This design comes from an exercise in tuning for small area, a short achievable clock period and few clock cycles on the open sky130 flow, not from production work.
Where RTL was checked, it was by simulation tests only, not by an equivalence proof against the original.
No functional check of the RTL was part of run 2.
Power and IR drop assume default switching activity.

## flow/design.v (module list and top-level ports; edited modules follow where they fit)
// module cmd_rx_check: 273 lines
// module crc32c_step: 1089 lines
// module x2: 3 lines
// module nor2_g: 3 lines
// module nand4_g: 3 lines
// module a221o_g: 4 lines
// module a22o_g: 3 lines
module cmd_rx_check (
    input  wire         clk,
    input  wire         rst,           
    input  wire         in_valid,
    output wire         in_ready,
    input  wire [63:0]  in_data,
    input  wire         in_last,
    input  wire [3:0]   in_nbytes,     
    output reg          out_valid,
    output wire [2:0]   out_kind,
    output wire [7:0]   out_status,
    output wire [127:0] out_hdr
);
  // ...
==> flow/flow/run.sh <==
#!/bin/bash
set -euo pipefail
MARGIN=$(cat flow/margin.txt)
bash standard.sh synth > synth.log 2>&1
bash standard.sh SETUP_SLACK_MARGIN=$MARGIN \
    "PRE_GLOBAL_PLACE_TCL=$PWD/flow/ports_out.tcl" \
    "BUFFER_PORTS_ARGS=-inputs -buffer_cell sky130_fd_sc_hd__buf_1" finish > layout.log 2>&1
==> flow/flow/margin.txt <==
7.5
==> flow/flow/ports_out.tcl <==
buffer_ports -outputs -buffer_cell sky130_fd_sc_hd__buf_2
==> flow/standard.sh <==
#!/bin/bash
# synth_recipe.tcl (not shown) runs the flow's synth.tcl, then flattens the netlist and writes it again
# the make line also repeats each setting of config.mk as NAME=value (left out here)
make -C /OpenROAD-flow-scripts/flow DESIGN_CONFIG=/design/flow/config.mk WORK_HOME=/design/flow/orfs CLKGATE_MAP_FILE= SYNTH_SCRIPT=/design/flow/synth_recipe.tcl "${@:-finish}"
==> flow/config.mk <==
export PLATFORM = sky130hd
export DESIGN_NAME = cmd_rx_check
export DESIGN_NICKNAME = cmd_rx_check
export VERILOG_FILES = /design/flow/design.v
export SDC_FILE = /design/flow/constraint.sdc
export NUM_CORES = 4
export LEC_CHECK = 0
export CAP_MARGIN = 20
export CORE_MARGIN = 2
export CORE_UTILIZATION = 40
export CTS_CLUSTER_DIAMETER = 120
export CTS_CLUSTER_SIZE = 25
export PLACE_DENSITY = 0.6
export SLEW_MARGIN = 20
export SYNTH_HIERARCHICAL = 1
export SYNTH_MINIMUM_KEEP_SIZE = 0
==> flow/constraint.sdc <==
create_clock -name core_clock -period 11.0 [get_ports {clk}]
set_input_delay 2.2000 -clock core_clock [delete_from_list [all_inputs] [get_ports {clk}]]
set_output_delay 2.2000 -clock core_clock [all_outputs]
set_load 0.01 [all_outputs]
==> flow_summary.json, run 1 <==
{
  "root_buffer": "clkbuf_16",
  "irDropWorstVdd_v": 0.0001672,
  "seq_cell_count": 384,
  "pin_count": 213,
  "rows": 78,
  "met3_length_um": 3535,
  "end_kind": "output pin",
  "switching_share": 0.4694,
  "place_area_sq_mm": 0.01902,
  "fin_skew_ns": 0.04805,
  "arrival_ns": 1.22,
  "drive_above_1_share": 0.04092,
  "ctsLongestPathBuffers": 3,
  "clkPwrFrac": 0.135,
  "area_delta_synth_final_pct": 7.052,
  "worst_setup_path_startpoint": "hdr[23]",
  "synthMostInstantiatedCell": "xor2_1",
  "p_comb_frac": 0.558,
  "drt_iter0_drc": 968,
  "dieArea_sq_mm": 0.04741,
  "p_seq_uw": 1750,
  "r2r_slack_ns": 7.59,
  "final_nets": 1881,
  "status": "finished clean",
  "synth-async-reset-ratio": 0,
  "slew_headroom": 0.2832,
  "sh_seq_area": 0.4096,
  "final_cells": 2386,
  "yosysTopAreaCell": "dfxtp_1",
  "top_layer": "met4",
  "busiest_layer": "met2",
  "ys_seq_area_frac": 0.4382,
  "grt_pass1_wl_um": 82500,
  "whs_path_depth": 0,
  "antenna_found_initial": 4,
  "buffer_area_frac": 0.02322,
  "groute.usage.overall": 0.2373,
  "cp_num_cells": 0,
  "clkCellAreaFrac": 0.02673,
  "setup.worst_path.class": "register to output pin",
  "use_met1": 0.3055,
  "tap_cells": 600
}
Testbench counts, summed over its fixed seeds: cycles 87,214.
==> run 2: changes to the inputs <==
==> flow/design.v (replaced) <==
module cmd_rx_check (
    input  wire         clk,
    input  wire         rst,           
    input  wire         in_valid,
    output wire         in_ready,
    input  wire [63:0]  in_data,
    input  wire         in_last,
    input  wire [3:0]   in_nbytes,     
    output reg          out_valid,
    output wire [2:0]   out_kind,
    output wire [7:0]   out_status,
    output wire [127:0] out_hdr
);
    localparam [2:0] K_ACCEPT     = 3'd0;
    localparam [2:0] K_RETRANSMIT = 3'd1;
    localparam [2:0] K_REPLY      = 3'd2;
    localparam [2:0] K_EVENT      = 3'd3;
    localparam [2:0] K_DISCARD    = 3'd4;
    localparam [2:0] K_DROP       = 3'd5;
    assign in_ready = 1'b1;
    function [31:0] residue(input [2:0] nm1);    
        case (nm1)
            3'd0:    residue = 32'h552E4907;
            3'd1:    residue = 32'h1C220F94;
            3'd2:    residue = 32'h441A975C;
            3'd3:    residue = 32'h73D74D75;
            3'd4:    residue = 32'h44C19592;
            3'd5:    residue = 32'hA8D58375;
            3'd6:    residue = 32'hBA8D89CA;
            default: residue = 32'hB798B438;
        endcase
    endfunction
    reg         r_v;
    reg         r_last;
    reg [2:0]   r_nm1;         
    reg [63:0]  r_d;
    integer k;
    reg [63:0] in_mask;
    always @(*) begin
        for (k = 0; k < 8; k = k + 1)
            in_mask[8*k +: 8] = (!in_last || k < in_nbytes) ? 8'hFF : 8'h00;
    end
    always @(posedge clk) begin
        if (rst)
            r_v <= 1'b0;
        else
            r_v <= in_valid;
    end
    always @(posedge clk) begin
        r_last <= in_last;
        r_nm1  <= in_nbytes[2:0] - 3'd1;
        r_d    <= in_data & in_mask;
    end
    reg [31:0]  crc;           
    reg [9:0]   bidx;          
    wire [31:0] crc_e;
    crc32c_step u_crc (.d(r_d), .s(crc), .k(r_last ? residue(r_nm1) : 32'd0),
                       .e(crc_e));
    wire [15:0] z1;
    wire [3:0]  z2;
    genvar gi;
    generate
        for (gi = 0; gi < 16; gi = gi + 1) begin : g_z1
            nor2_g u (.a(crc_e[2*gi]), .b(crc_e[2*gi+1]), .y(z1[gi]));
        end
        for (gi = 0; gi < 4; gi = gi + 1) begin : g_z2
            nand4_g u (.a(z1[4*gi]), .b(z1[4*gi+1]), .c(z1[4*gi+2]), .d(z1[4*gi+3]),
                       .y(z2[gi]));
        end
    endgenerate
    wire b0   = (bidx == 10'd0);
    wire b1   = (bidx == 10'd1);
    wire last = r_v && r_last;
    wire [9:0] bidx_d = !r_v ? bidx :
                        r_last ? 10'd0 :
                        (bidx[9] && bidx[1]) ? bidx : bidx + 10'd1;
    always @(posedge clk) begin
        if (rst) begin
            crc  <= 32'hFFFFFFFF;
        end else if (r_v) begin
            if (r_last)
                crc  <= 32'hFFFFFFFF;
            else
                crc  <= crc_e;
        end
    end
    always @(posedge clk) begin
        if (rst)
            bidx <= 10'd0;
        else
            bidx <= bidx_d;
    end
    wire short = (bidx < 10'd2) || (bidx == 10'd2 && r_nm1 < 3'd3);
    wire long  = bidx[9] && (bidx[1] || bidx[0] || r_nm1[2]);
    reg [63:0]  r2_d;
    reg         r2_lo;         
    reg         r2_hi;         
    reg         r2_b1;         
    reg [127:0] hdr;           
    always @(posedge clk) begin
        r2_d <= r_d;
        if (rst) begin
            r2_lo <= 1'b0;
            r2_hi <= 1'b0;
        end else begin
            r2_lo <= r_v && b0;
            r2_hi <= r_v && (b0 || b1);
        end
        r2_b1 <= b1;
    end
    wire [7:0]  h_version = hdr[7:0];
    wire [15:0] h_seq     = hdr[31:16];
    wire [15:0] h_length  = hdr[47:32];
    wire [7:0]  h_flags   = hdr[55:48];
    wire        h_posted  = h_flags[1];
    reg         have_expected;
    reg [15:0]  expected;
    reg [5:0]   count;         
    reg [31:0]  ptab;
    wire [9:0]  lh     = h_length[12:3];
    wire [2:0]  ll     = h_length[2:0];
    wire        lc     = (ll >= 3'd5);
    wire [9:0]  tgt;
    wire [9:0]  tgt_c;
    assign tgt_c[0] = 1'b0;
    assign tgt_c[1] = lh[0] && lc;
    assign tgt_c[2] = lh[1] || tgt_c[1];
    generate
        for (gi = 3; gi < 10; gi = gi + 1) begin : g_tgt
            assign tgt_c[gi] = tgt_c[2] && (&lh[gi - 1:2]);
        end
    endgenerate
    assign tgt = lh ^ tgt_c ^ {8'd0, 1'b1, lc};
    wire len_ok = (h_length <= 16'd4080) && (bidx == tgt) &&
                  (r_nm1 == ll + 3'd3);
    wire [9:0]  hh     = h_seq[15:6];
    wire [9:0]  eh     = expected[15:6];
    wire        borrow = (expected[5:0] < h_seq[5:0]);
    wire [9:0]  hh_c;          
    assign hh_c[0] = 1'b1;
    generate
        for (gi = 1; gi < 10; gi = gi + 1) begin : g_hhc
            assign hh_c[gi] = &hh[gi - 1:0];
        end
    endgenerate
    wire        hi_eq  = (eh == hh);
    wire        hi_eq1 = ((eh ^ hh) == hh_c);      
    reg         v_last;        
    reg         v_drop;        
    reg         v_lenok;       
    reg [3:0]   v_z2;          
    reg         q_badver;      
    reg         q_seqeq;       
    reg         q_bhz;         
    reg [5:0]   q_back;        
    always @(posedge clk) begin
        if (rst)
            v_last <= 1'b0;
        else
            v_last <= last;
        v_drop   <= short || long;
        v_lenok  <= len_ok;
        v_z2     <= z2;
        q_badver <= (h_version != 8'h02);
        q_seqeq  <= (h_seq == expected);
        q_bhz    <= borrow ? hi_eq1 : hi_eq;
        q_back   <= expected[5:0] - h_seq[5:0];
    end
    wire crc_ok     = (v_z2 == 4'd0);
    wire seq_exp    = !have_expected || q_seqeq;
    wire in_history = q_bhz && (q_back <= count);
    wire hist_post  = ptab[q_back[4:0]];
    reg [2:0] kind;
    reg       st1, st0, st3, reply;
    always @(*) begin
        st1 = 1'b0; st0 = 1'b0; st3 = 1'b0; reply = 1'b0;
        if (v_drop) begin
            kind = K_DROP;
        end else if (!(crc_ok && v_lenok)) begin
            kind = K_REPLY; st1 = 1'b1; reply = 1'b1;
        end else if (q_badver) begin
            kind = K_REPLY; st1 = 1'b1; st0 = 1'b1; reply = 1'b1;
        end else if (seq_exp) begin
            kind = K_ACCEPT;
        end else if (in_history) begin
            kind = hist_post ? K_DISCARD : K_RETRANSMIT;
        end else begin
            kind = h_posted ? K_EVENT : K_REPLY; st3 = 1'b1; reply = 1'b1;
        end
    end
    wire reply_now = v_last && reply;
    wire pexp_now  = v_last && st3;    
    reg [2:0] v_kind;
    reg       v_st1, v_st0, v_st3;    
    always @(posedge clk) begin
        if (rst)
            out_valid <= 1'b0;
        else
            out_valid <= v_last;
    end
    always @(posedge clk) begin
        v_kind <= kind;
        v_st1  <= st1;
        v_st0  <= st0;
        v_st3  <= st3;
    end
    wire [63:0] beat_hi = r2_b1 ? r2_d : 64'd0;
    always @(posedge clk) begin
        if (r2_lo || reply_now) begin
            hdr[7:0]   <= r2_lo ? r2_d[7:0] : 8'h02;
            hdr[47:32] <= r2_lo ? r2_d[47:32] : 16'd0;
            hdr[49]    <= r2_lo && r2_d[49];
            hdr[55:52] <= r2_lo ? r2_d[55:52] : 4'b0100;
            hdr[63:56] <= r2_lo ? r2_d[63:56] : {4'd0, st3, 1'b0, st1, st0};
        end
        if (r2_lo) begin
            hdr[31:8]  <= r2_d[31:8];
            hdr[48]    <= r2_d[48];
            hdr[51:50] <= r2_d[51:50];
        end
        if (r2_hi)
            hdr[95:64] <= beat_hi[31:0];
        if (r2_hi || pexp_now)
            hdr[127:96] <= r2_hi ? beat_hi[63:32] : {16'd0, expected};
    end
    wire accept = out_valid && (v_kind == K_ACCEPT);
    wire [15:0] seq_c;             
    assign seq_c[0] = 1'b1;
    generate
        for (gi = 1; gi < 16; gi = gi + 1) begin : g_seqc
            assign seq_c[gi] = &h_seq[gi - 1:0];
        end
    endgenerate
    always @(posedge clk) begin
        if (rst) begin
            have_expected <= 1'b0;
            expected      <= 16'd0;
            count         <= 6'd0;
        end else if (accept) begin
            have_expected <= 1'b1;
            expected      <= h_seq ^ seq_c;
            if (!count[5])
                count <= count + 6'd1;
        end
    end
    always @(posedge clk) begin
        if (accept)
            ptab <= {ptab[30:1], h_posted, ptab[31]};
    end
    assign out_kind   = v_kind;
    assign out_status = {4'd0, v_st3, 1'b0, v_st1, v_st0};
    assign out_hdr    = hdr;
endmodule
module crc32c_step (
    input  wire [63:0] d,
    input  wire [31:0] s,
    input  wire [31:0] k,
    output wire [31:0] e
);
    wire t128;
    x2 g_t128 (.a(d[18]), .b(s[18]), .y(t128));
    wire t129;
    x2 g_t129 (.a(d[11]), .b(s[11]), .y(t129));
    wire t130;
    x2 g_t130 (.a(d[13]), .b(s[13]), .y(t130));
    wire t131;
    x2 g_t131 (.a(d[14]), .b(s[14]), .y(t131));
    wire t132;
    x2 g_t132 (.a(d[12]), .b(s[12]), .y(t132));
    wire t133;
    x2 g_t133 (.a(d[15]), .b(s[15]), .y(t133));
    wire t134;
    x2 g_t134 (.a(d[29]), .b(s[29]), .y(t134));
    wire t135;
    x2 g_t135 (.a(d[31]), .b(s[31]), .y(t135));
    wire t136;
    x2 g_t136 (.a(d[16]), .b(s[16]), .y(t136));
    wire t137;
    x2 g_t137 (.a(d[30]), .b(s[30]), .y(t137));
    wire t138;
    x2 g_t138 (.a(d[0]), .b(s[0]), .y(t138));
    wire t139;
    x2 g_t139 (.a(d[1]), .b(s[1]), .y(t139));
    wire t140;
    x2 g_t140 (.a(d[38]), .b(d[47]), .y(t140));
    wire t141;
    x2 g_t141 (.a(d[26]), .b(s[26]), .y(t141));
    wire t142;
    x2 g_t142 (.a(d[23]), .b(s[23]), .y(t142));
    wire t143;
    x2 g_t143 (.a(d[32]), .b(d[55]), .y(t143));
    wire t144;
    x2 g_t144 (.a(d[28]), .b(s[28]), .y(t144));
    wire t145;
    x2 g_t145 (.a(d[27]), .b(s[27]), .y(t145));
    wire t146;
    x2 g_t146 (.a(d[22]), .b(s[22]), .y(t146));
    wire t147;
    x2 g_t147 (.a(d[25]), .b(s[25]), .y(t147));
    wire t148;
    x2 g_t148 (.a(d[21]), .b(s[21]), .y(t148));
    wire t149;
    x2 g_t149 (.a(d[10]), .b(s[10]), .y(t149));
    wire t150;
    x2 g_t150 (.a(d[17]), .b(s[17]), .y(t150));
    wire t151;
    x2 g_t151 (.a(d[24]), .b(s[24]), .y(t151));
    wire t152;
    x2 g_t152 (.a(t128), .b(t131), .y(t152));
    wire t153;
    x2 g_t153 (.a(d[34]), .b(d[57]), .y(t153));
    wire t154;
    x2 g_t154 (.a(d[4]), .b(s[4]), .y(t154));
    wire t155;
    x2 g_t155 (.a(d[33]), .b(d[52]), .y(t155));
    wire t156;
    x2 g_t156 (.a(d[2]), .b(s[2]), .y(t156));
    wire t157;
    x2 g_t157 (.a(d[3]), .b(s[3]), .y(t157));
    wire t158;
    x2 g_t158 (.a(t129), .b(t138), .y(t158));
    wire t159;
    x2 g_t159 (.a(t132), .b(t137), .y(t159));
    wire t160;
    x2 g_t160 (.a(d[42]), .b(d[58]), .y(t160));
    wire t161;
    x2 g_t161 (.a(d[36]), .b(d[45]), .y(t161));
    wire t162;
    x2 g_t162 (.a(d[53]), .b(d[54]), .y(t162));
    wire t163;
    x2 g_t163 (.a(d[59]), .b(t139), .y(t163));
    wire t164;
    x2 g_t164 (.a(t134), .b(t142), .y(t164));
    wire t165;
    x2 g_t165 (.a(t133), .b(t145), .y(t165));
    wire t166;
    x2 g_t166 (.a(t135), .b(t147), .y(t166));
    wire t167;
    x2 g_t167 (.a(d[62]), .b(t130), .y(t167));
    wire t168;
    x2 g_t168 (.a(d[7]), .b(s[7]), .y(t168));
    wire t169;
    x2 g_t169 (.a(d[8]), .b(s[8]), .y(t169));
    wire t170;
    x2 g_t170 (.a(d[37]), .b(d[46]), .y(t170));
    wire t171;
    x2 g_t171 (.a(d[9]), .b(s[9]), .y(t171));
    wire t172;
    x2 g_t172 (.a(d[40]), .b(d[49]), .y(t172));
    wire t173;
    x2 g_t173 (.a(d[6]), .b(s[6]), .y(t173));
    wire t174;
    x2 g_t174 (.a(d[39]), .b(d[48]), .y(t174));
    wire t175;
    x2 g_t175 (.a(d[20]), .b(s[20]), .y(t175));
    wire t176;
    x2 g_t176 (.a(d[19]), .b(s[19]), .y(t176));
    wire t177;
    x2 g_t177 (.a(d[5]), .b(s[5]), .y(t177));
    wire t178;
    x2 g_t178 (.a(t141), .b(t143), .y(t178));
    wire t179;
    x2 g_t179 (.a(t136), .b(t144), .y(t179));
    wire t180;
    x2 g_t180 (.a(d[43]), .b(t151), .y(t180));
    wire t181;
    x2 g_t181 (.a(d[61]), .b(t152), .y(t181));
    wire t182;
    x2 g_t182 (.a(d[35]), .b(d[60]), .y(t182));
    wire t183;
    x2 g_t183 (.a(d[63]), .b(t154), .y(t183));
    wire t184;
    x2 g_t184 (.a(d[41]), .b(t148), .y(t184));
    wire t185;
    x2 g_t185 (.a(t140), .b(t146), .y(t185));
    wire t186;
    x2 g_t186 (.a(d[44]), .b(t166), .y(t186));
    wire t187;
    x2 g_t187 (.a(d[56]), .b(t162), .y(t187));
    wire t188;
    x2 g_t188 (.a(d[51]), .b(t173), .y(t188));
    wire t189;
    x2 g_t189 (.a(d[50]), .b(t157), .y(t189));
    wire t190;
    x2 g_t190 (.a(t150), .b(t155), .y(t190));
    wire t191;
    x2 g_t191 (.a(t149), .b(t177), .y(t191));
    wire t192;
    x2 g_t192 (.a(t159), .b(t180), .y(t192));
    wire t193;
    x2 g_t193 (.a(t168), .b(t172), .y(t193));
    wire t194;
    x2 g_t194 (.a(t153), .b(t176), .y(t194));
    wire t195;
    x2 g_t195 (.a(t161), .b(t175), .y(t195));
    wire t196;
    x2 g_t196 (.a(t165), .b(t170), .y(t196));
    wire t197;
    x2 g_t197 (.a(t156), .b(t167), .y(t197));
    wire t198;
    x2 g_t198 (.a(t158), .b(t185), .y(t198));
    wire t199;
    x2 g_t199 (.a(d[60]), .b(t160), .y(t199));
    wire t200;
    x2 g_t200 (.a(t171), .b(t183), .y(t200));
    wire t201;
    x2 g_t201 (.a(t179), .b(t191), .y(t201));
    wire t202;
    x2 g_t202 (.a(t164), .b(t182), .y(t202));
    wire t203;
    x2 g_t203 (.a(t169), .b(t178), .y(t203));
    wire t204;
    x2 g_t204 (.a(d[57]), .b(t163), .y(t204));
    wire t205;
    x2 g_t205 (.a(d[58]), .b(t184), .y(t205));
    wire t206;
    x2 g_t206 (.a(d[51]), .b(t196), .y(t206));
    wire t207;
    x2 g_t207 (.a(t157), .b(t181), .y(t207));
    wire t208;
    x2 g_t208 (.a(d[55]), .b(d[63]), .y(t208));
    wire t209;
    x2 g_t209 (.a(t149), .b(t150), .y(t209));
    wire t210;
    x2 g_t210 (.a(d[44]), .b(t174), .y(t210));
    wire t211;
    x2 g_t211 (.a(t130), .b(t156), .y(t211));
    wire t212;
    x2 g_t212 (.a(d[50]), .b(t135), .y(t212));
    wire t213;
    x2 g_t213 (.a(t133), .b(t193), .y(t213));
    wire t214;
    x2 g_t214 (.a(t128), .b(t195), .y(t214));
    wire t215;
    x2 g_t215 (.a(d[40]), .b(t178), .y(t215));
    wire t216;
    x2 g_t216 (.a(t132), .b(t164), .y(t216));
    wire t217;
    x2 g_t217 (.a(d[41]), .b(t189), .y(t217));
    wire t218;
    x2 g_t218 (.a(d[49]), .b(t190), .y(t218));
    wire t219;
    x2 g_t219 (.a(d[62]), .b(t158), .y(t219));
    wire t220;
    x2 g_t220 (.a(t186), .b(t194), .y(t220));
    wire t221;
    x2 g_t221 (.a(t138), .b(t197), .y(t221));
    wire t222;
    x2 g_t222 (.a(t192), .b(t203), .y(t222));
    wire t223;
    x2 g_t223 (.a(d[53]), .b(d[56]), .y(t223));
    wire t224;
    x2 g_t224 (.a(d[38]), .b(d[61]), .y(t224));
    wire t225;
    x2 g_t225 (.a(d[36]), .b(t174), .y(t225));
    wire t226;
    x2 g_t226 (.a(t139), .b(t168), .y(t226));
    wire t227;
    x2 g_t227 (.a(d[39]), .b(t151), .y(t227));
    wire t228;
    x2 g_t228 (.a(t131), .b(t169), .y(t228));
    wire t229;
    x2 g_t229 (.a(t129), .b(t174), .y(t229));
    wire t230;
    x2 g_t230 (.a(d[33]), .b(t140), .y(t230));
    wire t231;
    x2 g_t231 (.a(t155), .b(t161), .y(t231));
    wire t232;
    x2 g_t232 (.a(d[54]), .b(t148), .y(t232));
    wire t233;
    x2 g_t233 (.a(d[35]), .b(t160), .y(t233));
    wire t234;
    x2 g_t234 (.a(d[61]), .b(t199), .y(t234));
    wire t235;
    x2 g_t235 (.a(t165), .b(t167), .y(t235));
    wire t236;
    x2 g_t236 (.a(d[46]), .b(t166), .y(t236));
    wire t237;
    x2 g_t237 (.a(t163), .b(t172), .y(t237));
    wire t238;
    x2 g_t238 (.a(t152), .b(t188), .y(t238));
    wire t239;
    x2 g_t239 (.a(t143), .b(t190), .y(t239));
    wire t240;
    x2 g_t240 (.a(t159), .b(t182), .y(t240));
    wire t241;
    x2 g_t241 (.a(t187), .b(t211), .y(t241));
    wire t242;
    x2 g_t242 (.a(t163), .b(t208), .y(t242));
    wire t243;
    x2 g_t243 (.a(t186), .b(t227), .y(t243));
    wire t244;
    x2 g_t244 (.a(t188), .b(t215), .y(t244));
    wire t245;
    x2 g_t245 (.a(t187), .b(t217), .y(t245));
    wire t246;
    x2 g_t246 (.a(t198), .b(t201), .y(t246));
    wire t247;
    x2 g_t247 (.a(d[34]), .b(d[42]), .y(t247));
    wire t248;
    x2 g_t248 (.a(d[43]), .b(d[56]), .y(t248));
    wire t249;
    x2 g_t249 (.a(d[35]), .b(d[44]), .y(t249));
    wire t250;
    x2 g_t250 (.a(d[43]), .b(d[48]), .y(t250));
    wire t251;
    x2 g_t251 (.a(d[41]), .b(d[59]), .y(t251));
    wire t252;
    x2 g_t252 (.a(t176), .b(t224), .y(t252));
    wire t253;
    x2 g_t253 (.a(t134), .b(t170), .y(t253));
    wire t254;
    x2 g_t254 (.a(t128), .b(t248), .y(t254));
    wire t255;
    x2 g_t255 (.a(t144), .b(t153), .y(t255));
    wire t256;
    x2 g_t256 (.a(t141), .b(t169), .y(t256));
    wire t257;
    x2 g_t257 (.a(t139), .b(t153), .y(t257));
    wire t258;
    x2 g_t258 (.a(d[35]), .b(t136), .y(t258));
    wire t259;
    x2 g_t259 (.a(d[36]), .b(t177), .y(t259));
    wire t260;
    x2 g_t260 (.a(t142), .b(t154), .y(t260));
    wire t261;
    x2 g_t261 (.a(t136), .b(t147), .y(t261));
    wire t262;
    x2 g_t262 (.a(d[37]), .b(t171), .y(t262));
    wire t263;
    x2 g_t263 (.a(t150), .b(t175), .y(t263));
    wire t264;
    x2 g_t264 (.a(d[59]), .b(t148), .y(t264));
    wire t265;
    x2 g_t265 (.a(t130), .b(t162), .y(t265));
    wire t266;
    x2 g_t266 (.a(t129), .b(t155), .y(t266));
    wire t267;
    x2 g_t267 (.a(d[51]), .b(t136), .y(t267));
    wire t268;
    x2 g_t268 (.a(t146), .b(t175), .y(t268));
    wire t269;
    x2 g_t269 (.a(t149), .b(t184), .y(t269));
    wire t270;
    x2 g_t270 (.a(t165), .b(t261), .y(t270));
    wire t271;
    x2 g_t271 (.a(t179), .b(t230), .y(t271));
    wire t272;
    x2 g_t272 (.a(t176), .b(t184), .y(t272));
    wire t273;
    x2 g_t273 (.a(t189), .b(t255), .y(t273));
    wire t274;
    x2 g_t274 (.a(t223), .b(t263), .y(t274));
    wire t275;
    x2 g_t275 (.a(t160), .b(t210), .y(t275));
    wire t276;
    x2 g_t276 (.a(t199), .b(t232), .y(t276));
    wire t277;
    x2 g_t277 (.a(t178), .b(t183), .y(t277));
    wire t278;
    x2 g_t278 (.a(t228), .b(t259), .y(t278));
    wire t279;
    x2 g_t279 (.a(t193), .b(t266), .y(t279));
    wire t280;
    x2 g_t280 (.a(t180), .b(t256), .y(t280));
    wire t281;
    x2 g_t281 (.a(t212), .b(t265), .y(t281));
    wire t282;
    x2 g_t282 (.a(d[52]), .b(t209), .y(t282));
    wire t283;
    x2 g_t283 (.a(t146), .b(t260), .y(t283));
    wire t284;
    x2 g_t284 (.a(t179), .b(t218), .y(t284));
    wire t285;
    x2 g_t285 (.a(t242), .b(t250), .y(t285));
    wire t286;
    x2 g_t286 (.a(t181), .b(t200), .y(t286));
    wire t287;
    x2 g_t287 (.a(t240), .b(t277), .y(t287));
    wire t288;
    x2 g_t288 (.a(t229), .b(t236), .y(t288));
    wire t289;
    x2 g_t289 (.a(d[38]), .b(t213), .y(t289));
    wire t290;
    x2 g_t290 (.a(d[56]), .b(t271), .y(t290));
    wire t291;
    x2 g_t291 (.a(t226), .b(t241), .y(t291));
    wire t292;
    x2 g_t292 (.a(t192), .b(t202), .y(t292));
    wire t293;
    x2 g_t293 (.a(t196), .b(t219), .y(t293));
    wire t294;
    x2 g_t294 (.a(t216), .b(t234), .y(t294));
    wire t295;
    x2 g_t295 (.a(t170), .b(t197), .y(t295));
    wire t296;
    x2 g_t296 (.a(t204), .b(t214), .y(t296));
    wire t297;
    x2 g_t297 (.a(t141), .b(t198), .y(t297));
    wire t298;
    x2 g_t298 (.a(t181), .b(t185), .y(t298));
    wire t299;
    x2 g_t299 (.a(d[45]), .b(t270), .y(t299));
    wire t300;
    x2 g_t300 (.a(t132), .b(t200), .y(t300));
    wire t301;
    x2 g_t301 (.a(t239), .b(t247), .y(t301));
    wire t302;
    x2 g_t302 (.a(t205), .b(t221), .y(t302));
    wire t303;
    x2 g_t303 (.a(d[47]), .b(t222), .y(t303));
    wire t304;
    x2 g_t304 (.a(d[50]), .b(t243), .y(t304));
    wire t305;
    x2 g_t305 (.a(t220), .b(t258), .y(t305));
    wire t306;
    x2 g_t306 (.a(t183), .b(t207), .y(t306));
    wire t307;
    x2 g_t307 (.a(d[55]), .b(t246), .y(t307));
    wire t308;
    x2 g_t308 (.a(t206), .b(t218), .y(t308));
    wire t309;
    x2 g_t309 (.a(t195), .b(t286), .y(t309));
    wire t310;
    x2 g_t310 (.a(t201), .b(t206), .y(t310));
    wire t311;
    x2 g_t311 (.a(d[37]), .b(t207), .y(t311));
    wire t312;
    x2 g_t312 (.a(t244), .b(t291), .y(t312));
    wire o0_0;
    x2 g_o0_0 (.a(d[59]), .b(d[60]), .y(o0_0));
    wire o0_1;
    x2 g_o0_1 (.a(o0_0), .b(t145), .y(o0_1));
    wire o0_2;
    x2 g_o0_2 (.a(o0_1), .b(t190), .y(o0_2));
    wire o0_3;
    x2 g_o0_3 (.a(t194), .b(t211), .y(o0_3));
    wire o0_4;
    x2 g_o0_4 (.a(t225), .b(t253), .y(o0_4));
    wire o0_5;
    x2 g_o0_5 (.a(t254), .b(o0_2), .y(o0_5));
    wire o0_6;
    x2 g_o0_6 (.a(o0_3), .b(o0_4), .y(o0_6));
    wire o0_7;
    x2 g_o0_7 (.a(t205), .b(k[0]), .y(o0_7));
    wire o0_8;
    x2 g_o0_8 (.a(o0_5), .b(o0_6), .y(o0_8));
    wire o0_9;
    x2 g_o0_9 (.a(o0_7), .b(o0_8), .y(o0_9));
    wire o0_10;
    x2 g_o0_10 (.a(t307), .b(o0_9), .y(o0_10));
    assign e[0] = o0_10;
    wire o1_0;
    x2 g_o1_0 (.a(t144), .b(t173), .y(o1_0));
    wire o1_1;
    x2 g_o1_1 (.a(o1_0), .b(t159), .y(o1_1));
    wire o1_2;
    x2 g_o1_2 (.a(t194), .b(o1_1), .y(o1_2));
    wire o1_3;
    x2 g_o1_3 (.a(t198), .b(t202), .y(o1_3));
    wire o1_4;
    x2 g_o1_4 (.a(t237), .b(t274), .y(o1_4));
    wire o1_5;
    x2 g_o1_5 (.a(t275), .b(k[1]), .y(o1_5));
    wire o1_6;
    x2 g_o1_6 (.a(o1_2), .b(o1_3), .y(o1_6));
    wire o1_7;
    x2 g_o1_7 (.a(o1_4), .b(o1_5), .y(o1_7));
    wire o1_8;
    x2 g_o1_8 (.a(o1_6), .b(t311), .y(o1_8));
    wire o1_9;
    x2 g_o1_9 (.a(o1_7), .b(o1_8), .y(o1_9));
    assign e[1] = o1_9;
    wire o2_0;
    x2 g_o2_0 (.a(d[54]), .b(t154), .y(o2_0));
    wire o2_1;
    x2 g_o2_1 (.a(t174), .b(o2_0), .y(o2_1));
    wire o2_2;
    x2 g_o2_2 (.a(t212), .b(t252), .y(o2_2));
    wire o2_3;
    x2 g_o2_3 (.a(o2_1), .b(o2_2), .y(o2_3));
    wire o2_4;
    x2 g_o2_4 (.a(t213), .b(k[2]), .y(o2_4));
    wire o2_5;
    x2 g_o2_5 (.a(o2_3), .b(t292), .y(o2_5));
    wire o2_6;
    x2 g_o2_6 (.a(t296), .b(o2_4), .y(o2_6));
    wire o2_7;
    x2 g_o2_7 (.a(o2_5), .b(t302), .y(o2_7));
    wire o2_8;
    x2 g_o2_8 (.a(o2_6), .b(o2_7), .y(o2_8));
    assign e[2] = o2_8;
    wire o3_0;
    x2 g_o3_0 (.a(d[63]), .b(t137), .y(o3_0));
    wire o3_1;
    x2 g_o3_1 (.a(t143), .b(o3_0), .y(o3_1));
    wire o3_2;
    x2 g_o3_2 (.a(t189), .b(t267), .y(o3_2));
    wire o3_3;
    x2 g_o3_3 (.a(t268), .b(o3_1), .y(o3_3));
    wire o3_4;
    x2 g_o3_4 (.a(o3_2), .b(t234), .y(o3_4));
    wire o3_5;
    x2 g_o3_5 (.a(t237), .b(t272), .y(o3_5));
    wire o3_6;
    x2 g_o3_6 (.a(t278), .b(k[3]), .y(o3_6));
    wire o3_7;
    x2 g_o3_7 (.a(o3_3), .b(o3_4), .y(o3_7));
    wire o3_8;
    x2 g_o3_8 (.a(o3_5), .b(t243), .y(o3_8));
    wire o3_9;
    x2 g_o3_9 (.a(t295), .b(o3_6), .y(o3_9));
    wire o3_10;
    x2 g_o3_10 (.a(o3_7), .b(o3_8), .y(o3_10));
    wire o3_11;
    x2 g_o3_11 (.a(o3_10), .b(o3_9), .y(o3_11));
    assign e[3] = o3_11;
    wire o4_0;
    x2 g_o4_0 (.a(t160), .b(t164), .y(o4_0));
    wire o4_1;
    x2 g_o4_1 (.a(t189), .b(t194), .y(o4_1));
    wire o4_2;
    x2 g_o4_2 (.a(o4_0), .b(o4_1), .y(o4_2));
    wire o4_3;
    x2 g_o4_3 (.a(t201), .b(t235), .y(o4_3));
    wire o4_4;
    x2 g_o4_4 (.a(k[4]), .b(o4_2), .y(o4_4));
    wire o4_5;
    x2 g_o4_5 (.a(o4_3), .b(t244), .y(o4_5));
    wire o4_6;
    x2 g_o4_6 (.a(t288), .b(o4_4), .y(o4_6));
    wire o4_7;
    x2 g_o4_7 (.a(o4_5), .b(t309), .y(o4_7));
    wire o4_8;
    x2 g_o4_8 (.a(o4_6), .b(o4_7), .y(o4_8));
    assign e[4] = o4_8;
    wire o5_0;
    x2 g_o5_0 (.a(t151), .b(t153), .y(o5_0));
    wire o5_1;
    x2 g_o5_1 (.a(o5_0), .b(t225), .y(o5_1));
    wire o5_2;
    x2 g_o5_2 (.a(t268), .b(o5_1), .y(o5_2));
    wire o5_3;
    x2 g_o5_3 (.a(t238), .b(k[5]), .y(o5_3));
    wire o5_4;
    x2 g_o5_4 (.a(o5_2), .b(t221), .y(o5_4));
    wire o5_5;
    x2 g_o5_5 (.a(t287), .b(t289), .y(o5_5));
    wire o5_6;
    x2 g_o5_6 (.a(o5_3), .b(o5_4), .y(o5_6));
    wire o5_7;
    x2 g_o5_7 (.a(o5_5), .b(o5_6), .y(o5_7));
    assign e[5] = o5_7;
    wire o6_0;
    x2 g_o6_0 (.a(t129), .b(t156), .y(o6_0));
    wire o6_1;
    x2 g_o6_1 (.a(t169), .b(o6_0), .y(o6_1));
    wire o6_2;
    x2 g_o6_2 (.a(t209), .b(o6_1), .y(o6_2));
    wire o6_3;
    x2 g_o6_3 (.a(t202), .b(t213), .y(o6_3));
    wire o6_4;
    x2 g_o6_4 (.a(t236), .b(t273), .y(o6_4));
    wire o6_5;
    x2 g_o6_5 (.a(k[6]), .b(o6_2), .y(o6_5));
    wire o6_6;
    x2 g_o6_6 (.a(o6_3), .b(o6_4), .y(o6_6));
    wire o6_7;
    x2 g_o6_7 (.a(t285), .b(t298), .y(o6_7));
    wire o6_8;
    x2 g_o6_8 (.a(o6_5), .b(o6_6), .y(o6_8));
    wire o6_9;
    x2 g_o6_9 (.a(o6_7), .b(o6_8), .y(o6_9));
    assign e[6] = o6_9;
    wire o7_0;
    x2 g_o7_0 (.a(t171), .b(t224), .y(o7_0));
    wire o7_1;
    x2 g_o7_1 (.a(t249), .b(o7_0), .y(o7_1));
    wire o7_2;
    x2 g_o7_2 (.a(t167), .b(t191), .y(o7_2));
    wire o7_3;
    x2 g_o7_3 (.a(t264), .b(o7_1), .y(o7_3));
    wire o7_4;
    x2 g_o7_4 (.a(o7_2), .b(t273), .y(o7_4));
    wire o7_5;
    x2 g_o7_5 (.a(t283), .b(k[7]), .y(o7_5));
    wire o7_6;
    x2 g_o7_6 (.a(o7_3), .b(o7_4), .y(o7_6));
    wire o7_7;
    x2 g_o7_7 (.a(t222), .b(o7_5), .y(o7_7));
    wire o7_8;
    x2 g_o7_8 (.a(o7_6), .b(t308), .y(o7_8));
    wire o7_9;
    x2 g_o7_9 (.a(o7_7), .b(o7_8), .y(o7_9));
    assign e[7] = o7_9;
    wire o8_0;
    x2 g_o8_0 (.a(d[34]), .b(d[58]), .y(o8_0));
    wire o8_1;
    x2 g_o8_1 (.a(o8_0), .b(t145), .y(o8_1));
    wire o8_2;
    x2 g_o8_2 (.a(t223), .b(o8_1), .y(o8_2));
    wire o8_3;
    x2 g_o8_3 (.a(t167), .b(t231), .y(o8_3));
    wire o8_4;
    x2 g_o8_4 (.a(o8_2), .b(o8_3), .y(o8_4));
    wire o8_5;
    x2 g_o8_5 (.a(t200), .b(t202), .y(o8_5));
    wire o8_6;
    x2 g_o8_6 (.a(t238), .b(k[8]), .y(o8_6));
    wire o8_7;
    x2 g_o8_7 (.a(o8_4), .b(o8_5), .y(o8_7));
    wire o8_8;
    x2 g_o8_8 (.a(t246), .b(o8_6), .y(o8_8));
    wire o8_9;
    x2 g_o8_9 (.a(o8_7), .b(t304), .y(o8_9));
    wire o8_10;
    x2 g_o8_10 (.a(o8_8), .b(o8_9), .y(o8_10));
    assign e[8] = o8_10;
    wire o9_0;
    x2 g_o9_0 (.a(d[33]), .b(d[63]), .y(o9_0));
    wire o9_1;
    x2 g_o9_1 (.a(o9_0), .b(t142), .y(o9_1));
    wire o9_2;
    x2 g_o9_2 (.a(t182), .b(o9_1), .y(o9_2));
    wire o9_3;
    x2 g_o9_3 (.a(o9_2), .b(t192), .y(o9_3));
    wire o9_4;
    x2 g_o9_4 (.a(t205), .b(k[9]), .y(o9_4));
    wire o9_5;
    x2 g_o9_5 (.a(o9_3), .b(t298), .y(o9_5));
    wire o9_6;
    x2 g_o9_6 (.a(t299), .b(o9_4), .y(o9_6));
    wire o9_7;
    x2 g_o9_7 (.a(o9_5), .b(t312), .y(o9_7));
    wire o9_8;
    x2 g_o9_8 (.a(o9_6), .b(o9_7), .y(o9_8));
    assign e[9] = o9_8;
    wire o10_0;
    x2 g_o10_0 (.a(t133), .b(t140), .y(o10_0));
    wire o10_1;
    x2 g_o10_1 (.a(t168), .b(o10_0), .y(o10_1));
    wire o10_2;
    x2 g_o10_2 (.a(t164), .b(t191), .y(o10_2));
    wire o10_3;
    x2 g_o10_3 (.a(o10_1), .b(o10_2), .y(o10_3));
    wire o10_4;
    x2 g_o10_4 (.a(t186), .b(t219), .y(o10_4));
    wire o10_5;
    x2 g_o10_5 (.a(t276), .b(t280), .y(o10_5));
    wire o10_6;
    x2 g_o10_6 (.a(k[10]), .b(o10_3), .y(o10_6));
    wire o10_7;
    x2 g_o10_7 (.a(o10_4), .b(o10_5), .y(o10_7));
    wire o10_8;
    x2 g_o10_8 (.a(o10_6), .b(o10_7), .y(o10_8));
    wire o10_9;
    x2 g_o10_9 (.a(t311), .b(o10_8), .y(o10_9));
    assign e[10] = o10_9;
    wire o11_0;
    x2 g_o11_0 (.a(t146), .b(t173), .y(o11_0));
    wire o11_1;
    x2 g_o11_1 (.a(o11_0), .b(t163), .y(o11_1));
    wire o11_2;
    x2 g_o11_2 (.a(t210), .b(t252), .y(o11_2));
    wire o11_3;
    x2 g_o11_3 (.a(o11_1), .b(o11_2), .y(o11_3));
    wire o11_4;
    x2 g_o11_4 (.a(t200), .b(t219), .y(o11_4));
    wire o11_5;
    x2 g_o11_5 (.a(k[11]), .b(o11_3), .y(o11_5));
    wire o11_6;
    x2 g_o11_6 (.a(o11_4), .b(t222), .y(o11_6));
    wire o11_7;
    x2 g_o11_7 (.a(t299), .b(o11_5), .y(o11_7));
    wire o11_8;
    x2 g_o11_8 (.a(o11_6), .b(o11_7), .y(o11_8));
    assign e[11] = o11_8;
    wire o12_0;
    x2 g_o12_0 (.a(d[52]), .b(d[62]), .y(o12_0));
    wire o12_1;
    x2 g_o12_1 (.a(o12_0), .b(t193), .y(o12_1));
    wire o12_2;
    x2 g_o12_2 (.a(t262), .b(o12_1), .y(o12_2));
    wire o12_3;
    x2 g_o12_3 (.a(t205), .b(t214), .y(o12_3));
    wire o12_4;
    x2 g_o12_4 (.a(t216), .b(k[12]), .y(o12_4));
    wire o12_5;
    x2 g_o12_5 (.a(o12_2), .b(o12_3), .y(o12_5));
    wire o12_6;
    x2 g_o12_6 (.a(t220), .b(t285), .y(o12_6));
    wire o12_7;
    x2 g_o12_7 (.a(t297), .b(o12_4), .y(o12_7));
    wire o12_8;
    x2 g_o12_8 (.a(o12_5), .b(o12_6), .y(o12_8));
    wire o12_9;
    x2 g_o12_9 (.a(o12_7), .b(o12_8), .y(o12_9));
    assign e[12] = o12_9;
    wire o13_0;
    x2 g_o13_0 (.a(d[42]), .b(d[50]), .y(o13_0));
    wire o13_1;
    x2 g_o13_1 (.a(d[53]), .b(d[63]), .y(o13_1));
    wire o13_2;
    x2 g_o13_2 (.a(o13_0), .b(o13_1), .y(o13_2));
    wire o13_3;
    x2 g_o13_3 (.a(t177), .b(t249), .y(o13_3));
    wire o13_4;
    x2 g_o13_4 (.a(o13_2), .b(o13_3), .y(o13_4));
    wire o13_5;
    x2 g_o13_5 (.a(t158), .b(t164), .y(o13_5));
    wire o13_6;
    x2 g_o13_6 (.a(t257), .b(o13_4), .y(o13_6));
    wire o13_7;
    x2 g_o13_7 (.a(o13_5), .b(t214), .y(o13_7));
    wire o13_8;
    x2 g_o13_8 (.a(k[13]), .b(o13_6), .y(o13_8));
    wire o13_9;
    x2 g_o13_9 (.a(o13_7), .b(t284), .y(o13_9));
    wire o13_10;
    x2 g_o13_10 (.a(o13_8), .b(o13_9), .y(o13_10));
    wire o13_11;
    x2 g_o13_11 (.a(t303), .b(o13_10), .y(o13_11));
    assign e[13] = o13_11;
    wire o14_0;
    x2 g_o14_0 (.a(d[41]), .b(d[45]), .y(o14_0));
    wire o14_1;
    x2 g_o14_1 (.a(d[52]), .b(o14_0), .y(o14_1));
    wire o14_2;
    x2 g_o14_2 (.a(t162), .b(t171), .y(o14_2));
    wire o14_3;
    x2 g_o14_3 (.a(o14_1), .b(o14_2), .y(o14_3));
    wire o14_4;
    x2 g_o14_4 (.a(t188), .b(o14_3), .y(o14_4));
    wire o14_5;
    x2 g_o14_5 (.a(t204), .b(t240), .y(o14_5));
    wire o14_6;
    x2 g_o14_6 (.a(k[14]), .b(o14_4), .y(o14_6));
    wire o14_7;
    x2 g_o14_7 (.a(o14_5), .b(o14_6), .y(o14_7));
    wire o14_8;
    x2 g_o14_8 (.a(t304), .b(t307), .y(o14_8));
    wire o14_9;
    x2 g_o14_9 (.a(o14_7), .b(o14_8), .y(o14_9));
    assign e[14] = o14_9;
    wire o15_0;
    x2 g_o15_0 (.a(t161), .b(t282), .y(o15_0));
    wire o15_1;
    x2 g_o15_1 (.a(k[15]), .b(o15_0), .y(o15_1));
    wire o15_2;
    x2 g_o15_2 (.a(t288), .b(t294), .y(o15_2));
    wire o15_3;
    x2 g_o15_3 (.a(o15_1), .b(o15_2), .y(o15_3));
    wire o15_4;
    x2 g_o15_4 (.a(t312), .b(o15_3), .y(o15_4));
    assign e[15] = o15_4;
    wire o16_0;
    x2 g_o16_0 (.a(d[57]), .b(t145), .y(o16_0));
    wire o16_1;
    x2 g_o16_1 (.a(t251), .b(o16_0), .y(o16_1));
    wire o16_2;
    x2 g_o16_2 (.a(t187), .b(o16_1), .y(o16_2));
    wire o16_3;
    x2 g_o16_3 (.a(t279), .b(k[16]), .y(o16_3));
    wire o16_4;
    x2 g_o16_4 (.a(o16_2), .b(t207), .y(o16_4));
    wire o16_5;
    x2 g_o16_5 (.a(t295), .b(o16_3), .y(o16_5));
    wire o16_6;
    x2 g_o16_6 (.a(o16_4), .b(t303), .y(o16_6));
    wire o16_7;
    x2 g_o16_7 (.a(o16_5), .b(o16_6), .y(o16_7));
    assign e[16] = o16_7;
    wire o17_0;
    x2 g_o17_0 (.a(d[48]), .b(d[55]), .y(o17_0));
    wire o17_1;
    x2 g_o17_1 (.a(o17_0), .b(t144), .y(o17_1));
    wire o17_2;
    x2 g_o17_2 (.a(o17_1), .b(t199), .y(o17_2));
    wire o17_3;
    x2 g_o17_3 (.a(t228), .b(t230), .y(o17_3));
    wire o17_4;
    x2 g_o17_4 (.a(o17_2), .b(o17_3), .y(o17_4));
    wire o17_5;
    x2 g_o17_5 (.a(t235), .b(k[17]), .y(o17_5));
    wire o17_6;
    x2 g_o17_6 (.a(o17_4), .b(t220), .y(o17_6));
    wire o17_7;
    x2 g_o17_7 (.a(t245), .b(t300), .y(o17_7));
    wire o17_8;
    x2 g_o17_8 (.a(o17_5), .b(o17_6), .y(o17_8));
    wire o17_9;
    x2 g_o17_9 (.a(o17_7), .b(o17_8), .y(o17_9));
    assign e[17] = o17_9;
    wire o18_0;
    x2 g_o18_0 (.a(d[32]), .b(d[42]), .y(o18_0));
    wire o18_1;
    x2 g_o18_1 (.a(d[54]), .b(o18_0), .y(o18_1));
    wire o18_2;
    x2 g_o18_2 (.a(t156), .b(t182), .y(o18_2));
    wire o18_3;
    x2 g_o18_3 (.a(o18_1), .b(o18_2), .y(o18_3));
    wire o18_4;
    x2 g_o18_4 (.a(o18_3), .b(t272), .y(o18_4));
    wire o18_5;
    x2 g_o18_5 (.a(k[18]), .b(o18_4), .y(o18_5));
    wire o18_6;
    x2 g_o18_6 (.a(t297), .b(o18_5), .y(o18_6));
    wire o18_7;
    x2 g_o18_7 (.a(t308), .b(t309), .y(o18_7));
    wire o18_8;
    x2 g_o18_8 (.a(o18_6), .b(o18_7), .y(o18_8));
    assign e[18] = o18_8;
    wire o19_0;
    x2 g_o19_0 (.a(t133), .b(t158), .y(o19_0));
    wire o19_1;
    x2 g_o19_1 (.a(o19_0), .b(t197), .y(o19_1));
    wire o19_2;
    x2 g_o19_2 (.a(t204), .b(t217), .y(o19_2));
    wire o19_3;
    x2 g_o19_3 (.a(t274), .b(k[19]), .y(o19_3));
    wire o19_4;
    x2 g_o19_4 (.a(o19_1), .b(o19_2), .y(o19_4));
    wire o19_5;
    x2 g_o19_5 (.a(t294), .b(o19_3), .y(o19_5));
    wire o19_6;
    x2 g_o19_6 (.a(o19_4), .b(o19_5), .y(o19_6));
    assign e[19] = o19_6;
    wire o20_0;
    x2 g_o20_0 (.a(t267), .b(t192), .y(o20_0));
    wire o20_1;
    x2 g_o20_1 (.a(t204), .b(t276), .y(o20_1));
    wire o20_2;
    x2 g_o20_2 (.a(k[20]), .b(o20_0), .y(o20_2));
    wire o20_3;
    x2 g_o20_3 (.a(o20_1), .b(t221), .y(o20_3));
    wire o20_4;
    x2 g_o20_4 (.a(o20_2), .b(o20_3), .y(o20_4));
    wire o20_5;
    x2 g_o20_5 (.a(t306), .b(o20_4), .y(o20_5));
    assign e[20] = o20_5;
    wire o21_0;
    x2 g_o21_0 (.a(t134), .b(t225), .y(o21_0));
    wire o21_1;
    x2 g_o21_1 (.a(t257), .b(o21_0), .y(o21_1));
    wire o21_2;
    x2 g_o21_2 (.a(t186), .b(t269), .y(o21_2));
    wire o21_3;
    x2 g_o21_3 (.a(k[21]), .b(o21_1), .y(o21_3));
    wire o21_4;
    x2 g_o21_4 (.a(o21_2), .b(t290), .y(o21_4));
    wire o21_5;
    x2 g_o21_5 (.a(t293), .b(o21_3), .y(o21_5));
    wire o21_6;
    x2 g_o21_6 (.a(o21_4), .b(t306), .y(o21_6));
    wire o21_7;
    x2 g_o21_7 (.a(o21_5), .b(o21_6), .y(o21_7));
    assign e[21] = o21_7;
    wire o22_0;
    x2 g_o22_0 (.a(d[42]), .b(d[46]), .y(o22_0));
    wire o22_1;
    x2 g_o22_1 (.a(o22_0), .b(t231), .y(o22_1));
    wire o22_2;
    x2 g_o22_2 (.a(t254), .b(o22_1), .y(o22_2));
    wire o22_3;
    x2 g_o22_3 (.a(t235), .b(t237), .y(o22_3));
    wire o22_4;
    x2 g_o22_4 (.a(t269), .b(k[22]), .y(o22_4));
    wire o22_5;
    x2 g_o22_5 (.a(o22_2), .b(o22_3), .y(o22_5));
    wire o22_6;
    x2 g_o22_6 (.a(t287), .b(o22_4), .y(o22_6));
    wire o22_7;
    x2 g_o22_7 (.a(o22_5), .b(o22_6), .y(o22_7));
    assign e[22] = o22_7;
    wire o23_0;
    x2 g_o23_0 (.a(d[38]), .b(d[53]), .y(o23_0));
    wire o23_1;
    x2 g_o23_1 (.a(o23_0), .b(t134), .y(o23_1));
    wire o23_2;
    x2 g_o23_2 (.a(t208), .b(o23_1), .y(o23_2));
    wire o23_3;
    x2 g_o23_3 (.a(t212), .b(t264), .y(o23_3));
    wire o23_4;
    x2 g_o23_4 (.a(o23_2), .b(o23_3), .y(o23_4));
    wire o23_5;
    x2 g_o23_5 (.a(t181), .b(t275), .y(o23_5));
    wire o23_6;
    x2 g_o23_6 (.a(t282), .b(k[23]), .y(o23_6));
    wire o23_7;
    x2 g_o23_7 (.a(o23_4), .b(o23_5), .y(o23_7));
    wire o23_8;
    x2 g_o23_8 (.a(o23_6), .b(o23_7), .y(o23_8));
    assign e[23] = o23_8;
    wire o24_0;
    x2 g_o24_0 (.a(d[48]), .b(t134), .y(o24_0));
    wire o24_1;
    x2 g_o24_1 (.a(t137), .b(t140), .y(o24_1));
    wire o24_2;
    x2 g_o24_2 (.a(t153), .b(t161), .y(o24_2));
    wire o24_3;
    x2 g_o24_3 (.a(t162), .b(t172), .y(o24_3));
    wire o24_4;
    x2 g_o24_4 (.a(o24_0), .b(o24_1), .y(o24_4));
    wire o24_5;
    x2 g_o24_5 (.a(o24_2), .b(o24_3), .y(o24_5));
    wire o24_6;
    x2 g_o24_6 (.a(o24_4), .b(o24_5), .y(o24_6));
    wire o24_7;
    x2 g_o24_7 (.a(t239), .b(k[24]), .y(o24_7));
    wire o24_8;
    x2 g_o24_8 (.a(o24_6), .b(o24_7), .y(o24_8));
    wire o24_9;
    x2 g_o24_9 (.a(t302), .b(t310), .y(o24_9));
    wire o24_10;
    x2 g_o24_10 (.a(o24_8), .b(o24_9), .y(o24_10));
    assign e[24] = o24_10;
    wire o25_0;
    x2 g_o25_0 (.a(d[34]), .b(t135), .y(o25_0));
    wire o25_1;
    x2 g_o25_1 (.a(t137), .b(t173), .y(o25_1));
    wire o25_2;
    x2 g_o25_2 (.a(o25_0), .b(o25_1), .y(o25_2));
    wire o25_3;
    x2 g_o25_3 (.a(t152), .b(t185), .y(o25_3));
    wire o25_4;
    x2 g_o25_4 (.a(t229), .b(t233), .y(o25_4));
    wire o25_5;
    x2 g_o25_5 (.a(t253), .b(o25_2), .y(o25_5));
    wire o25_6;
    x2 g_o25_6 (.a(o25_3), .b(o25_4), .y(o25_6));
    wire o25_7;
    x2 g_o25_7 (.a(t242), .b(k[25]), .y(o25_7));
    wire o25_8;
    x2 g_o25_8 (.a(o25_5), .b(o25_6), .y(o25_8));
    wire o25_9;
    x2 g_o25_9 (.a(t245), .b(t284), .y(o25_9));
    wire o25_10;
    x2 g_o25_10 (.a(o25_7), .b(o25_8), .y(o25_10));
    wire o25_11;
    x2 g_o25_11 (.a(o25_9), .b(o25_10), .y(o25_11));
    assign e[25] = o25_11;
    wire o26_0;
    x2 g_o26_0 (.a(d[32]), .b(t159), .y(o26_0));
    wire o26_1;
    x2 g_o26_1 (.a(t184), .b(t233), .y(o26_1));
    wire o26_2;
    x2 g_o26_2 (.a(o26_0), .b(o26_1), .y(o26_2));
    wire o26_3;
    x2 g_o26_3 (.a(t279), .b(t281), .y(o26_3));
    wire o26_4;
    x2 g_o26_4 (.a(t283), .b(k[26]), .y(o26_4));
    wire o26_5;
    x2 g_o26_5 (.a(o26_2), .b(o26_3), .y(o26_5));
    wire o26_6;
    x2 g_o26_6 (.a(o26_4), .b(o26_5), .y(o26_6));
    wire o26_7;
    x2 g_o26_7 (.a(t310), .b(o26_6), .y(o26_7));
    assign e[26] = o26_7;
    wire o27_0;
    x2 g_o27_0 (.a(t251), .b(t179), .y(o27_0));
    wire o27_1;
    x2 g_o27_1 (.a(t180), .b(t188), .y(o27_1));
    wire o27_2;
    x2 g_o27_2 (.a(o27_0), .b(o27_1), .y(o27_2));
    wire o27_3;
    x2 g_o27_3 (.a(t198), .b(t216), .y(o27_3));
    wire o27_4;
    x2 g_o27_4 (.a(t278), .b(t281), .y(o27_4));
    wire o27_5;
    x2 g_o27_5 (.a(k[27]), .b(o27_2), .y(o27_5));
    wire o27_6;
    x2 g_o27_6 (.a(o27_3), .b(o27_4), .y(o27_6));
    wire o27_7;
    x2 g_o27_7 (.a(t301), .b(o27_5), .y(o27_7));
    wire o27_8;
    x2 g_o27_8 (.a(o27_6), .b(o27_7), .y(o27_8));
    assign e[27] = o27_8;
    wire o28_0;
    x2 g_o28_0 (.a(t130), .b(t133), .y(o28_0));
    wire o28_1;
    x2 g_o28_1 (.a(t147), .b(o28_0), .y(o28_1));
    wire o28_2;
    x2 g_o28_2 (.a(t187), .b(t210), .y(o28_2));
    wire o28_3;
    x2 g_o28_3 (.a(t226), .b(t262), .y(o28_3));
    wire o28_4;
    x2 g_o28_4 (.a(o28_1), .b(o28_2), .y(o28_4));
    wire o28_5;
    x2 g_o28_5 (.a(o28_3), .b(t238), .y(o28_5));
    wire o28_6;
    x2 g_o28_6 (.a(k[28]), .b(o28_4), .y(o28_6));
    wire o28_7;
    x2 g_o28_7 (.a(o28_5), .b(t292), .y(o28_7));
    wire o28_8;
    x2 g_o28_8 (.a(t301), .b(o28_6), .y(o28_8));
    wire o28_9;
    x2 g_o28_9 (.a(o28_7), .b(o28_8), .y(o28_9));
    assign e[28] = o28_9;
    wire o29_0;
    x2 g_o29_0 (.a(d[55]), .b(t137), .y(o29_0));
    wire o29_1;
    x2 g_o29_1 (.a(t149), .b(o29_0), .y(o29_1));
    wire o29_2;
    x2 g_o29_2 (.a(t231), .b(o29_1), .y(o29_2));
    wire o29_3;
    x2 g_o29_3 (.a(t181), .b(t241), .y(o29_3));
    wire o29_4;
    x2 g_o29_4 (.a(t280), .b(k[29]), .y(o29_4));
    wire o29_5;
    x2 g_o29_5 (.a(o29_2), .b(o29_3), .y(o29_5));
    wire o29_6;
    x2 g_o29_6 (.a(t289), .b(o29_4), .y(o29_6));
    wire o29_7;
    x2 g_o29_7 (.a(o29_5), .b(t305), .y(o29_7));
    wire o29_8;
    x2 g_o29_8 (.a(o29_6), .b(o29_7), .y(o29_8));
    assign e[29] = o29_8;
    wire o30_0;
    x2 g_o30_0 (.a(d[39]), .b(d[58]), .y(o30_0));
    wire o30_1;
    x2 g_o30_1 (.a(o30_0), .b(t131), .y(o30_1));
    wire o30_2;
    x2 g_o30_2 (.a(t150), .b(t171), .y(o30_2));
    wire o30_3;
    x2 g_o30_3 (.a(o30_1), .b(o30_2), .y(o30_3));
    wire o30_4;
    x2 g_o30_4 (.a(t195), .b(o30_3), .y(o30_4));
    wire o30_5;
    x2 g_o30_5 (.a(t203), .b(k[30]), .y(o30_5));
    wire o30_6;
    x2 g_o30_6 (.a(o30_4), .b(t245), .y(o30_6));
    wire o30_7;
    x2 g_o30_7 (.a(t293), .b(o30_5), .y(o30_7));
    wire o30_8;
    x2 g_o30_8 (.a(o30_6), .b(t305), .y(o30_8));
    wire o30_9;
    x2 g_o30_9 (.a(o30_7), .b(o30_8), .y(o30_9));
    assign e[30] = o30_9;
    wire o31_0;
    x2 g_o31_0 (.a(t209), .b(t232), .y(o31_0));
    wire o31_1;
    x2 g_o31_1 (.a(t233), .b(o31_0), .y(o31_1));
    wire o31_2;
    x2 g_o31_2 (.a(t215), .b(k[31]), .y(o31_2));
    wire o31_3;
    x2 g_o31_3 (.a(o31_1), .b(t206), .y(o31_3));
    wire o31_4;
    x2 g_o31_4 (.a(t290), .b(t296), .y(o31_4));
    wire o31_5;
    x2 g_o31_5 (.a(t300), .b(o31_2), .y(o31_5));
    wire o31_6;
    x2 g_o31_6 (.a(o31_3), .b(o31_4), .y(o31_6));
    wire o31_7;
    x2 g_o31_7 (.a(o31_5), .b(o31_6), .y(o31_7));
    assign e[31] = o31_7;
endmodule
module x2 (input wire a, input wire b, output wire y);
    assign y = a ^ b;
endmodule
module nor2_g (input wire a, input wire b, output wire y);
    assign y = !(a || b);
endmodule
module nand4_g (input wire a, input wire b, input wire c, input wire d, output wire y);
    assign y = !(a && b && c && d);
endmodule
==> flow/flow/run.sh (replaced) <==
#!/bin/bash
set -euo pipefail
MARGIN=$(cat flow/margin.txt)
bash standard.sh synth > synth.log 2>&1
bash standard.sh SETUP_SLACK_MARGIN=$MARGIN \
    "BUFFER_PORTS_ARGS=-buffer_cell sky130_fd_sc_hd__buf_2" finish > layout.log 2>&1
==> flow/config.mk (replaced) <==
export PLATFORM = sky130hd
export DESIGN_NAME = cmd_rx_check
export DESIGN_NICKNAME = cmd_rx_check
export VERILOG_FILES = /design/flow/design.v
export SDC_FILE = /design/flow/constraint.sdc
export NUM_CORES = 4
export LEC_CHECK = 0
export CAP_MARGIN = 20
export CORE_MARGIN = 2
export CORE_UTILIZATION = 40
export PLACE_DENSITY = 0.6
export SLEW_MARGIN = 20
export SYNTH_HIERARCHICAL = 1
export SYNTH_MINIMUM_KEEP_SIZE = 0
removed: flow/flow/ports_out.tcl
==> flow_summary.json, run 2 <==
{
  "synth-simple-area-share": 0.1171,
  "initial_core_util": 0.4068,
  "fillCellCount": 4294,
  "drc": 0,
  "coreArea_sq_mm": 0.04548,
  "grt_pass1_vias": 12060,
  "synth.distinct_cells": 53,
  "arrival_ns": 1.27,
  "drive_above_1_share": 0.1839,
  "yosysTopAreaCell": "edfxtp_1",
  "dieArea_sq_mm": 0.04798,
  "ys_seq_area_frac": 0.5021,
  "synth_warnings": 7,
  "root_buffer": "clkbuf_16",
  "hold_violations": 0,
  "regArea_sq_mm": 0.009294,
  "fin_skew_ns": 0.01545,
  "slew_headroom": 0.2767,
  "vias_per_cell": 4.965,
  "cts.sinks": 384,
  "muxShareOfSynthArea": 0.03253,
  "end_kind": "output pin",
  "yosys.area_share.adder": 0.02110,
  "rsz0062_at_grt": "true",
  "syn_area_sq_mm": 0.01850,
  "routabilityCongestion": 1.007,
  "avgSynthCellArea_sq_um": 11.16,
  "pin_count": 213,
  "area_delta_synth_final_pct": 16.98,
  "dp_hpwl_um": 43940,
  "drv_cap": 0,
  "dr.pass1.iters": 5,
  "postSynthCellCount": 1657,
  "cp_slowest_cell": "edfxtp_1",
  "critPathMaxStageDelay_ns": 0.51,
  "crit_buf_inv": 1,
  "antenna_found_initial": 0,
  "cts-htree-levels": 2,
  "final_max_slew_viol_count": 0,
  "clk_latency_ns": 0.56,
  "synth.top_cells.by_area": "edfxtp_1, dfxtp_1, xor2_1, and2_1, ha_1",
  "status": "finished clean",
  "hold_path_class": "register to register",
  "synth_commonest_cells": "xor2_1, dfxtp_1, edfxtp_1",
  "synth-async-reset-ratio": 0,
  "finalCritPeriodShare": 0.3151,
  "grt_max_degree": 70,
  "fp.dieH_um": 219.1,
  "cts_tree": "done",
  "groute.usage.overall": 0.2315,
  "multi_input_area_sq_mm": 0.008681,
  "die_w_um": 219.1,
  "largest_reg_flops": 128,
  "cts_buffers": 41,
  "setup_violations": 0,
  "synth_xor_xnor_area_share": 0.2566,
  "diodes": 0,
  "synth_top_family_by_area": "XOR/XNOR gates",
  "max_freq_ghz": 0.2885,
  "irDropWorstVdd_v": 0.0001734,
  "wirelength_um": 56220,
  "most-common-layout-cells": "xor2_1, dfxtp_1, buf_2",
  "ctsLongestPathBuffers": 3,
  "synth_top_area_frac": 0.2597,
  "setup.worst_path.class": "register to output pin",
  "numPlacedInstances": 2387,
  "holdBufCountCts": 0,
  "start_kind": "register",
  "path_max_fanout": 2,
  "cp_top_family": "flip-flops",
  "grt_pass1_wl_um": 80070,
  "regMostFlops": "hdr",
  "setup_tns_ns": 0,
  "reg.largest.list": "hdr: 128 flops, r2_d: 64 flops, r_d: 64 flops",
  "synth_edf_count": 160,
  "synth_ff_type": "dfxtp_1",
  "final_cells": 2476,
  "cp_cell_sequence": "buf_2",
  "synth_compound_gate_area_share": 0.03334,
  "cts.clk_slew.worst_paths_ns": 0.06,
  "rows": 78,
  "critical_path_required_ns": 8.80,
  "vias": 12290,
  "whs_ns": 0.3640,
  "drt_iter0_drc": 820,
  "detail-route-antenna-nets": 0,
  "min_period_ns": 3.466,
  "io_buffer_count": 206,
  "worst_pin_slew_ns": 1.081,
  "setup_slack_ns": 7.534,
  "final_nets": 1945,
  "drt-wirelength-per-cell_um": 22.71,
  "place_ws_ns": 7.070,
  "powerDensity_mw_per_mm2": 290.5,
  "ys_ff_latch": 384,
  "final_common_cell": "xor2_1",
  "p_leak_uw": 0.009042,
  "synthMostInstantiatedCell": "xor2_1",
  "overflow": 0
}
[run 2: cell types whose count changed after synthesis, moves of 18 or more]
cell / before / now
dfxtp_1: 352 / 224
edfxtp_1: 32 / 160
a22o_1: 107 / 0
and2_1: 52 / 103
xor2_1: 550 / 506
a221o_1: 21 / 0
and3_1: 5 / 23
[run 2: layer usage]
layer | GRT usage | wire length (um) | part of all wire | vias to the layer above
met5 | 0 | 0 | 0 | -
met4 | 0.07883 | 1768 | 0.031 | 0
met3 | 0.04435 | 3590 | 0.064 | 93
met2 | 0.3762 | 26100 | 0.46 | 413
met1 | 0.3092 | 24750 | 0.44 | 6009
li1 | - | - | - | 5778
[run 2: worst paths after layout]
kind	depth (start not counted)	from	slack, ns	to
max	1	hdr[49]	7.53	out_hdr[49]
min	0	r_d[3]	0.36	r2_d[3]
max reg2reg	9	r_d[40]	7.55	crc[26]
min reg2reg	0	r_d[3]	0.36	r2_d[3]
[run 2: modules after synthesis (local to each module, per instance)]
module        cells inside  flip-flops and latches  area, sq um
x2                       1                       0        8.758
crc32c_step             32                       0        240.2
cmd_rx_check          1123                     384        13950
nor2_g                   1                       0        3.754
nand4_g                  1                       0        6.256
[run 2: through the flow]
stage               total power (uW)    util  area [sq um]
floorplan                       4562       -         18510
global placement                4742  0.4374         19890
detailed placement              4701  0.4374         19890
CTS                             6265  0.4731         21510
global route                    6568  0.4758         21640
finish                          6287  0.4758         21640
[run 2: kinds of logic (layout without fill, tap and decap cells)]
kind of cell             count (synthesis)  in the layout
adder cells (fa/ha/maj)                 30             30
AO/OA/AOI/OAI                          100            100
other                                    2              6
buffers and inverters                  137            352
XOR/XNOR                               542            542
multiplexers                            47             47
flip-flops                             384            384
AND/OR/NAND/NOR                        415            415
[run 2: cell type report]
cell class,count,share of cell area
flip-flops and latches,384,0.4295
multi-input cells,1140,0.4011
repair buffers,230,0.05597
clock buffers,49,0.05261
well taps,600,0.03469
clock inverters,27,0.01815
inverters,46,0.007979
[run 2: repair_timing]
| action | 4_1_cts | 5_1_grt |
|---|---|---|
| buffers inserted | 9 | 4 |
| resized for setup | 3 | 11 |
| endpoints found under the hold margin | 0 | 0 |
| setup endpoints to repair | 20 | 23 |
[run 2: report_power, final]
group | internal, uW | leakage, uW | switching [uW] | total (uW)
clock network | 939 | 0.000749 | 594 | 1530
logic | 1050 | 0.00488 | 2060 | 3110
registers | 1560 | 0.00341 | 83.0 | 1650
total | 3550 | 0.00904 | 2740 | 6290

-- re-timing with driven ports --
In the flow no input, the clock included, has a driving cell. The finished layouts below were timed again as built, in two steps. Step 1, drivers: a clkbuf_16 drives clk and a buf_2 each remaining input, both assumed. Step 2 adds t to the input delays and takes it off the output delays; t is the mean of the earliest and latest rising clock arrival at the registers after step 1. Input paths then give back, and output paths get back, about the clock's delay inside the block. Three values: ideal ports, drivers, drivers and shift; two values: the first two.
run	shift t [ns]	setup slack, ns	worst slew at a driven data input, ns
run 1	0.591	7.576 / 7.523 / 7.309	0.08
run 2	0.615	7.534 / 7.474 / 7.176	0.06
After both steps every run listed still meets setup and hold. The setup slack of run 2, which loses most, moves by -0.060 ns with the drivers and by -0.358 ns with both steps.
